From an optimization exercise on the open Yosys and OpenROAD flow, aimed at small area, a short achievable clock period and few clock cycles per item; shortcuts taken in it are not production practice.
Only simulation tests tie the RTL to the original design; equivalence was not proved.

==> flow/design.v (outline; a module is shown in full before it is edited, if it fits) <==
// module wte_correct: 2325 lines
// module wte_fa: 10 lines
// module wte_ha: 9 lines
module wte_correct (
    input  wire        clk,
    input  wire        rst,
    input  wire        cfg_we,
    input  wire [2:0]  cfg_addr,
    input  wire [31:0] cfg_wdata,
    input  wire        in_valid,
    output wire        in_ready,
    input  wire [1:0]  in_slot,
    input  wire [15:0] in_s,
    input  wire [15:0] in_dark,
    input  wire [15:0] in_gain,
    output wire        out_valid,
    input  wire        out_ready,
    output wire [15:0] out_y,
    output wire [15:0] out_v,
    output wire [15:0] neg_cnt,
    output wire [15:0] clip_cnt
);
  // ...
==> flow/flow/run.sh <==
#!/bin/bash
# Layout flow: the standard layout (standard.sh, unchanged synthesis,
# floorplan, placement, CTS, routing) with ORFS's repair_timing asked to
# leave a larger setup margin than the 13 ns clock needs, so that it sizes
# the critical paths of this pipeline. The clock period and constraints
# are the design's.
set -euo pipefail
export SETUP_SLACK_MARGIN=9
bash standard.sh > standard.log 2>&1
==> flow/standard.sh <==
#!/bin/bash
# synth_recipe.tcl (not shown) runs the flow's synth.tcl, then flattens the netlist and writes it again
# the make line also repeats each setting of config.mk as NAME=value (left out here)
make -C /OpenROAD-flow-scripts/flow DESIGN_CONFIG=/design/flow/config.mk WORK_HOME=/design/flow/orfs CLKGATE_MAP_FILE= SYNTH_SCRIPT=/design/flow/synth_recipe.tcl "${@:-finish}"
==> flow/config.mk <==
export PLATFORM = sky130hd
export DESIGN_NAME = wte_correct
export DESIGN_NICKNAME = wte_correct
export VERILOG_FILES = /design/flow/design.v
export SDC_FILE = /design/flow/constraint.sdc
export NUM_CORES = 4
export LEC_CHECK = 0
export CAP_MARGIN = 20
export CORE_MARGIN = 2
export CORE_UTILIZATION = 60
export CTS_CLUSTER_DIAMETER = 120
export CTS_CLUSTER_SIZE = 25
export PLACE_DENSITY = 0.7
export SLEW_MARGIN = 20
export SYNTH_HIERARCHICAL = 1
export SYNTH_MINIMUM_KEEP_SIZE = 0
==> flow/constraint.sdc <==
create_clock -name core_clock -period 13.0 [get_ports {clk}]
set_input_delay 2.6000 -clock core_clock [delete_from_list [all_inputs] [get_ports {clk}]]
set_output_delay 2.6000 -clock core_clock [all_outputs]
set_load 0.01 [all_outputs]
==> flow_metrics.tcl, run 1 <==
set metrics [dict create \
    syn_area_per_cell_um2 10.9 \
    met1_length_mm 38.9 \
    area_growth_pct 7.35 \
    ys_ff_latch 524 \
    maxSlewViolCount 0 \
    syn_nets 4271 \
    cts_setup_buffers 3 \
    yosys.area_share.adder_pct 24.5 \
    slowest_stage "dfxtp_1" \
    dieArea_um2 67700 \
    rr_startpoint "r2_p[8]" \
    outcome "complete, no violations" \
    taps 855 \
    drt_iter0_markers 2654 \
    cts_tree "done" \
    finalSetupViolCount 0 \
    layout_min_cycle_time_ns 3.94 \
    clock_latency_ns 0.62 \
    clkbuf_count 42 \
    drive_gt1_share_pct 6.17 \
    synth-xor-area-share_pct 10.9 \
    syn_area_um2 39400 \
    multi_input_comb_cells 2569 \
    cts_inserted_buffers 25 \
    cp-end-kind "primary output" \
    stdcell_count 4438 \
    wirelength_mm 95.6 \
    dr_wl_met2_mm 47.3 \
]
Testbench counts, summed over its fixed seeds: cycles 16,048, items 16,000.
==> run 2, diff against run 1 <==
--- a/flow/design.v
+++ b/flow/design.v
@@ -60,25 +60,27 @@
         case (cfg_sh)
             3'd1: s16_in = {in_s[13:0], 2'b0};
             3'd2: s16_in = {in_s[11:0], 4'b0};
             3'd3: s16_in = {in_s[9:0],  6'b0};
             3'd4: s16_in = {in_s[7:0],  8'b0};
             default: s16_in = in_s;
         endcase
     end
-    reg [15:0] dg_in;
+    reg [15:0] dg_in, doff_in;
     always @(*) begin
         case (in_slot)
-            2'd0: dg_in = dg0;
-            2'd1: dg_in = dg1;
-            2'd2: dg_in = dg2;
-            default: dg_in = dg3;
+            2'd0: begin dg_in = dg0; doff_in = doff0; end
+            2'd1: begin dg_in = dg1; doff_in = doff1; end
+            2'd2: begin dg_in = dg2; doff_in = doff2; end
+            default: begin dg_in = dg3; doff_in = doff3; end
         endcase
     end
+    wire [15:0] ds_in = ~s16_in ^ in_dark ^ doff_in;
+    wire [15:0] dc_in = (~s16_in & in_dark) | (~s16_in & doff_in) | (in_dark & doff_in);
     wire [8:0] g_one, g_two;
     wire [7:0] g_neg;
     assign g_one[0] = in_gain[0] ^ 1'b0;
     assign g_two[0] = in_gain[1] ? (~in_gain[0] & ~1'b0) : (in_gain[0] & 1'b0);
     assign g_neg[0] = in_gain[1];
     assign g_one[1] = in_gain[2] ^ in_gain[1];
     assign g_two[1] = in_gain[3] ? (~in_gain[2] & ~in_gain[1]) : (in_gain[2] & in_gain[1]);
     assign g_neg[1] = in_gain[3];
@@ -97,46 +99,34 @@
     assign g_one[6] = in_gain[12] ^ in_gain[11];
     assign g_two[6] = in_gain[13] ? (~in_gain[12] & ~in_gain[11]) : (in_gain[12] & in_gain[11]);
     assign g_neg[6] = in_gain[13];
     assign g_one[7] = in_gain[14] ^ in_gain[13];
     assign g_two[7] = in_gain[15] ? (~in_gain[14] & ~in_gain[13]) : (in_gain[14] & in_gain[13]);
     assign g_neg[7] = in_gain[15];
     assign g_one[8] = 1'b0 ^ in_gain[15];
     assign g_two[8] = 1'b0 ? (~1'b0 & ~in_gain[15]) : (1'b0 & in_gain[15]);
-    reg [15:0] r0_s, r0_d, r0_dg;
+    reg [15:0] r0_ds, r0_dc, r0_dg;
+    reg        r0_sg;
     reg [8:0]  r0_gone, r0_gtwo;
     reg [7:0]  r0_gneg;
-    reg [1:0]  r0_slot;
     always @(posedge clk) begin
         if (advance) begin
-            r0_s    <= s16_in;
-            r0_d    <= in_dark;
+            r0_ds   <= ds_in;
+            r0_dc   <= dc_in;
+            r0_sg   <= doff_in[15];
             r0_dg   <= dg_in;
             r0_gone <= g_one;
             r0_gtwo <= g_two;
             r0_gneg <= g_neg;
-            r0_slot <= in_slot;
         end
     end
-    reg [15:0] doff_sel;
-    always @(*) begin
-        case (r0_slot)
-            2'd0: doff_sel = doff0;
-            2'd1: doff_sel = doff1;
-            2'd2: doff_sel = doff2;
-            default: doff_sel = doff3;
-        endcase
-    end
-    wire [17:0] da   = ~{2'b00, r0_s};
-    wire [17:0] db   = {2'b00, r0_d};
-    wire [17:0] dc   = {{2{doff_sel[15]}}, doff_sel};
-    wire [17:0] dsum = da ^ db ^ dc;
-    wire [17:0] dcar = (da & db) | (da & dc) | (db & dc);
-    wire [17:0] diff = ~(dsum + {dcar[16:0], 1'b0});
+    wire [17:0] dsum = {~r0_sg, ~r0_sg, r0_ds};
+    wire [17:0] dcar = {r0_sg, r0_dc, 1'b0};
+    wire [17:0] diff = ~(dsum + dcar);
     wire        neg  = diff[17];
     wire [31:0] ga, gb, gk;
     wire [1:0]  gc;
     wire gd_pp1;
     wire gd_pp2;
     wire gd_pp3;
     wire gd_pp4;
     wire gd_pp5;
==> flow_metrics.tcl, run 2 <==
set metrics [dict create \
    async_flop_share_pct 0 \
    synth_top_area_cell "edfxtp_1" \
    final_util_pct 65.3 \
    max_slew_margin_pct 22.8 \
    grt_overflow 0 \
    row_count 93 \
    synth_top_area_share_pct 26.7 \
    dpl.hpwl_mm 66.0 \
    place_area_um2 41100 \
    rr_startpoint "r2_one[0]" \
    min_path_cells 2 \
    via_per_inst 6.26 \
    layout_min_cycle_time_ns 3.94 \
    num_io_pins 156 \
    grt_pass1_wl_mm 154 \
    cp_max_fo 4 \
    synth-seq-area-share_pct 35.5 \
    timing.setup.tns_ns 0 \
    first_global_vias 28400 \
    hold_start "dg3[7]" \
    cts_max_level 1 \
    critical_path.top_delay_family "flip-flops" \
    syn_area_per_cell_um2 10.9 \
    cp-end-kind "primary output" \
    dieArea_um2 67600 \
    dp_cells 4362 \
    reg2reg_depth 14 \
    maxSlewViolCount 0 \
    n_antenna_cell 0 \
    finalSetupViolCount 0 \
    first_pass_iters 6 \
    fin_area_um2 42200 \
    synth-edff-count 349 \
    ys_warn_count 7 \
    clockBufferDepth 3 \
    gp_congestion 0.866 \
    synth_area_leaders "edfxtp_1 27%, fa_1 17%, xnor2_1 9.9%" \
    syn_area_um2 39300 \
    reg_top3 "r3_a: 35 flops, r3_b: 35 flops" \
    crit_chain "dlygate4sd2_1" \
    max_freq_ghz 0.254 \
    worstPathArrival_ns 1.34 \
    reg2reg_slack_ns 9.11 \
    critPathMaxStageDelay_ns 0.42 \
    layout_commonest_cell "xnor2_1" \
    path_buf_inv 1 \
    cp.required_ns 10.40 \
    clock_latency_ns 0.63 \
    syn_nets 4278 \
    grt_max_degree 175 \
    die_h_um 260 \
    wl_per_cell_um 21.9 \
    reg2reg_to "r3_c" \
    path_class "reg -> out" \
    num_vias 27800 \
    hold_path_class "reg -> reg" \
    ys_top_cells_by_count "446 x xnor2_1, 373 x a22oi_1, 371 x nand2_1" \
    hold_viol 0 \
    synthDistinctLibCells 68 \
    track_usage_pct 28.6 \
    synth.most_common_cell "xnor2_1" \
    cts_inserted_buffers 25 \
    initial_utilization_pct 60.8 \
    finClkSkew_ns 0.0247 \
    rsz0062_at_grt "true" \
    clkTransAtPathRegs_ns 0.10 \
    nNetsFinal 4226 \
    hold_end "dg3[7]" \
    antenna_found_initial 1 \
    clock-sinks 523 \
    netlist_instances 3619 \
    cts_tree "done" \
    stdcell_count 4441 \
    wirelength_mm 97.3 \
    layout_common_cells "446 x xnor2_1, 373 x a22oi_1, 370 x nand2_1, 349 x edfxtp_1, 337 x fa_1" \
    drc 0 \
    die_width_um 260 \
    period_share_pct 30.3 \
    fillers 5026 \
    portBuffers 155 \
    ys_ff_latch 523 \
    drive_gt1_share_pct 5.94 \
    coreArea_um2 64600 \
    root_buffer "clkbuf_16" \
    worst_slew_pin_slew_ns 1.16 \
    outcome "complete, no violations" \
    ant_nets 0 \
    max_cap_violations 0 \
    ys.flop_type "edfxtp_1" \
    area_growth_pct 7.31 \
    whs_ns 0.459 \
    cp-start-kind "flip-flop" \
    drt_iter0_markers 2691 \
    slowest_stage "dfxtp_1" \
]
## run 2: changes by cell type after synthesis, sizes merged, moves of 5 or more
cell / before / now
a21oi: 194 / 208
and3: 15 / 8
xor2: 46 / 40
and2: 33 / 22
a21o: 35 / 23
o21ai: 33 / 42
a211oi: 15 / 8
nor2: 105 / 120
inv: 209 / 204
## run 2: worst max-delay path by stage
| stage | startpoint | end | slack (ns) | cells past startpoint |
|---|---|---|---|---|
| final | clip_count[15] | clip_cnt[15] | 9.06 | 1 |
| after global routing | in_s[10] | r0_ds[14] | 8.99 | 6 |
| after CTS | neg_count[12] | neg_cnt[12] | 8.97 | 1 |
| after detailed placement | in_slot[1] | r0_ds[14] | 8.19 | 6 |
| after global placement | in_slot[1] | r0_ds[14] | 8.21 | 6 |
| after floorplan | kv | clip_count[9] | 7.48 | 8 |
## run 2: layout make-up
type                       instances  area, µm²  share of cell area (%)
tap                              855       1070                    2.54
inverter                         204        769                    1.82
multi-input combinational       2580      23400                    55.6
clock buffer                      42        699                    1.66
sequential                       523      14000                    33.2
clock inverter                     4       52.6                   0.125
timing repair buffer             233       2150                    5.10
## run 2: cell families (layout without fill, tap and decap cells)
family / after synthesis / count (layout) / synth area share (%)
DFF: 523 / 523 / 35.5
buffers and inverters: 516 / 483 / 4.95
and+or+nand+nor: 671 / 671 / 7.48
muxes: 65 / 65 / 2.98
adders and majority gates: 569 / 569 / 24.6
xor gates and xnor gates: 486 / 486 / 10.8
AOI/OAI and AO/OA: 789 / 789 / 13.7
## run 2: per-module statistics from Yosys, one instance, submodules excluded
module / flops+latches / cells inside
wte_ha: 0 / 1
wte_correct: 523 / 3255
wte_fa: 0 / 1
## run 2: per-stage QoR
| stage | setup slack (ns) |
|---|---|
| detailed placement | 8.19 |
| global placement | 8.21 |
| finish | 9.06 |
| global route | 8.99 |
| floorplan | 7.48 |
| CTS | 8.97 |
## run 2: per-layer routing
metal	routed length, µm	GRT usage [%]	vias to the layer above
li1	-	-	12500
met1	39400	37.9	13900
met2	47600	48.3	1207
met3	7200	4.30	219
met4	3000	9.24	0
met5	0	0	-
## run 2: what timing repair did
action,in CTS,in global routing
gates cloned,0,1
gates resized for setup,83,23
setup endpoints to repair,70,25
buffers inserted,17,13
hold buffers,0,0
## run 2: worst reg2reg max path: cells and delay by family (launching register included)
family	cells	cell delay, ns
adders and majority gates	4	1.47
DFF	1	0.34
AOI/OAI and AO/OA	8	1.30
xor gates and xnor gates	1	0.15
buffers and inverters	1	0.35
Testbench counts of run 2, summed over its fixed seeds: cycles 16,048, items 16,000.
==> run 3, diff against run 2 <==
==> flow/run.sh (new file) <==
#!/bin/bash
# synth_recipe.tcl (not shown) runs the flow's synth.tcl, then flattens the netlist and writes it again
# the make line also repeats each setting of config.mk as NAME=value (left out here)
make -C /OpenROAD-flow-scripts/flow DESIGN_CONFIG=/design/flow/config.mk WORK_HOME=/design/flow/orfs CLKGATE_MAP_FILE= SYNTH_SCRIPT=/design/flow/synth_recipe.tcl finish
removed: flow/flow/run.sh
removed: flow/standard.sh
==> flow_metrics.tcl, run 3 <==
set metrics [dict create \
    outcome "complete, no violations" \
    synth.most_common_cell "xnor2_1" \
    max_freq_ghz 0.235 \
    grt_util_met3_pct 3.42 \
    layout_commonest_cell "xnor2_1" \
    critPathLaunch "in_slot[1]" \
    drt_iter0_markers 2771 \
    cp-start-kind "input port" \
    first_pass_iters 6 \
    clock_latency_ns 0.62 \
    final_util_pct 65.0 \
    grt_overflow 0 \
    area_growth_pct 6.81 \
    finalSetupViolCount 0 \
    reg2reg_depth 13 \
    track_usage_pct 27.9 \
    wl_per_cell_um 21.4 \
    worst_slew_pin_slew_ns 1.14 \
    grt-busiest-layer "met2" \
    ant_nets 0 \
    dieArea_um2 67600 \
    worstPathArrival_ns 4.73 \
    max_slew_margin_pct 23.9 \
    synthDistinctLibCells 68 \
    fillers 5085 \
    ys_ff_latch 523 \
    layout_min_cycle_time_ns 4.25 \
    hold_viol 0 \
    synth_area_leaders "edfxtp_1 27%, fa_1 17%, xnor2_1 9.9%" \
    cp-end-kind "flip-flop" \
    cp.required_ns 13.48 \
    cp_max_fo 32 \
    cts_tree "done" \
    reg_top3 "r3_a: 35 flops, r3_b: 35 flops" \
    synth-xor-area-share_pct 10.8 \
    syn_area_per_cell_um2 10.9 \
    row_count 93 \
    worst_slack_ns 8.75 \
    dpl.hpwl_mm 64.8 \
    netlist_instances 3619 \
    initial_utilization_pct 60.8 \
    nNetsFinal 4199 \
    async_flop_share_pct 0 \
    die_h_um 260 \
    timing.setup.tns_ns 0 \
    hold_path_class "reg -> reg" \
    cts_resized 0 \
    num_vias 27600 \
    root_buffer "clkbuf_16" \
    coreArea_um2 64600 \
    period_share_pct 32.7 \
    grt_max_degree 124 \
    grt_pass1_wl_mm 151 \
    syn_nets 4278 \
    grt_util_met1_pct 37.4 \
    max_cap_violations 0 \
    reg2reg_slack_ns 8.77 \
    cts_inserted_buffers 25 \
    synth_top_family_by_area "adder cells" \
    maxSlewViolCount 0 \
    use_met2_pct 47.1 \
    cts_max_level 1 \
    drc 0 \
    crit_end "r0_ds[14]" \
    clockBufferDepth 3 \
    rsz0062_at_grt "false" \
    wirelength_mm 94.3 \
    cts_setup_buffers 0 \
    register_area_um2 14000 \
    muxShareOfSynthArea_pct 2.98 \
    synth-simple-area-share_pct 7.48 \
    ys_top_cells_by_count "446 x xnor2_1, 373 x a22oi_1, 371 x nand2_1" \
    gp_congestion 0.886 \
    pre_cts_ws_ns 8.16 \
    syn_area_um2 39300 \
    die_width_um 260 \
    synth-compound-area-share_pct 13.7 \
    synth_top_area_share_pct 26.7 \
    synth-edff-count 349 \
    ys_warn_count 7 \
    drive_gt1_share_pct 4.52 \
    reg2reg_to "r3_c" \
    layout_common_cells "446 x xnor2_1, 373 x a22oi_1, 371 x nand2_1, 349 x edfxtp_1, 337 x fa_1" \
    portBuffers 155 \
    clkTransAtPathRegs_ns 0.11 \
    antenna_found_initial 2 \
    via_per_inst 6.26 \
    num_io_pins 156 \
    synth_top_area_cell "edfxtp_1" \
    ys.flop_type "edfxtp_1" \
    path_class "in -> reg" \
    first_global_vias 28500 \
    rr_startpoint "r2_p[5]" \
    synth-seq-area-share_pct 35.5 \
    multi_input_area_um2 23400 \
    yosys.area_share.adder_pct 24.6 \
    finClkSkew_ns 0.0293 \
    ctsHoldBuffers 0 \
    clock-sinks 523 \
]
==> run 3: worst min-delay path by stage <==
stage          cells after the start  slack [ns]        end       start
2_1_floorplan                      0        0.42   r1_ga[0]  r0_gneg[0]
3_3_place_gp                       2        0.44    dg3[10]     dg3[10]
3_5_place_dp                       0        0.44     k_y[7]     r4_y[7]
4_1_cts                            2        0.46  doff3[12]   doff3[12]
5_1_grt                            0        0.47    k_y[15]    r4_y[15]
6_report                           0        0.46    k_y[15]    r4_y[15]
==> run 3: through the flow <==
stage | hold WS [ns] | std cells | cell area [µm²]
6_report | 0.458 | 4415 | 42000
3_5_place_dp | 0.439 | 4364 | 41100
4_1_cts | 0.459 | 4410 | 41900
2_1_floorplan | 0.424 | 3619 | 39300
3_3_place_gp | 0.438 | 4364 | 41100
5_1_grt | 0.472 | 4415 | 42000
==> run 3: per-layer routing <==
layer | share of wire (%) | up-vias
met1 | 41 | 13700
met2 | 49 | 1249
met5 | 0.014 | -
met4 | 3.1 | 2
met3 | 7.1 | 214
li1 | - | 12400
==> run 3: kinds of logic after synthesis <==
kind of cell / Yosys count
compound gates: 789
simple gates: 671
fa+ha+maj: 569
flops: 523
buf+inv: 516
xor+xnor: 486
mux: 65
==> run 3: final cells by class <==
type / instances / share of cell area [%]
antenna: 1 / 0.00596
clock buffer: 42 / 1.69
clock inverter: 4 / 0.173
inverter: 204 / 1.84
multi-input combinational: 2580 / 55.8
sequential: 523 / 33.3
tap: 855 / 2.55
timing repair buffer: 206 / 4.69
==> run 3: Yosys stat by module (local to each module, per instance) <==
module	flops+latches	times used	cell area (µm²)
wte_ha	0	44	12.5
wte_fa	0	320	20.0
wte_correct	523	1	32300
==> run 3: critical path, cell delays in order <==
cell and delay (ns):
clkdlybuf4s50_1 0.46, buf_4 0.46, mux4_2 0.57, inv_1 0.14
fa_1 0.43, inv_1 0.06

afterwards: timing with drivers on the ports:
The results above use ideal ports. As a check the final layouts listed here were re-extracted and re-timed, cells and wires unchanged. Step 1: set_driving_cell puts a clkbuf_16 on clk and a buf_2 on each other input, an assumption about the parent block. Step 2 adds t to the input delays and takes it off the output delays; t is the mean of the earliest and latest rising clock arrival at the registers after step 1. Input paths then give back, and output paths get back, about the clock's delay inside the block. Slacks: ideal ports / drivers / drivers and shift; pairs: ideal ports / drivers.
run	shift t [ns]	setup slack, ns	clock arrival spread, ns	slew at the worst register clock pin (ns)	cell pins on the clock port's net
run 1	0.667	9.056 / 8.995 / 8.506	0.025 / 0.024	0.11 / 0.11	1
run 2	0.674	9.056 / 8.997 / 8.419	0.027 / 0.027	0.11 / 0.11	1
run 3	0.666	8.751 / 8.690 / 8.126	0.030 / 0.030	0.11 / 0.11	1
After both steps setup and hold are still met in every run listed. For run 2, which loses most, drivers alone change the setup slack by -0.059 ns; drivers and shift together by -0.637 ns.
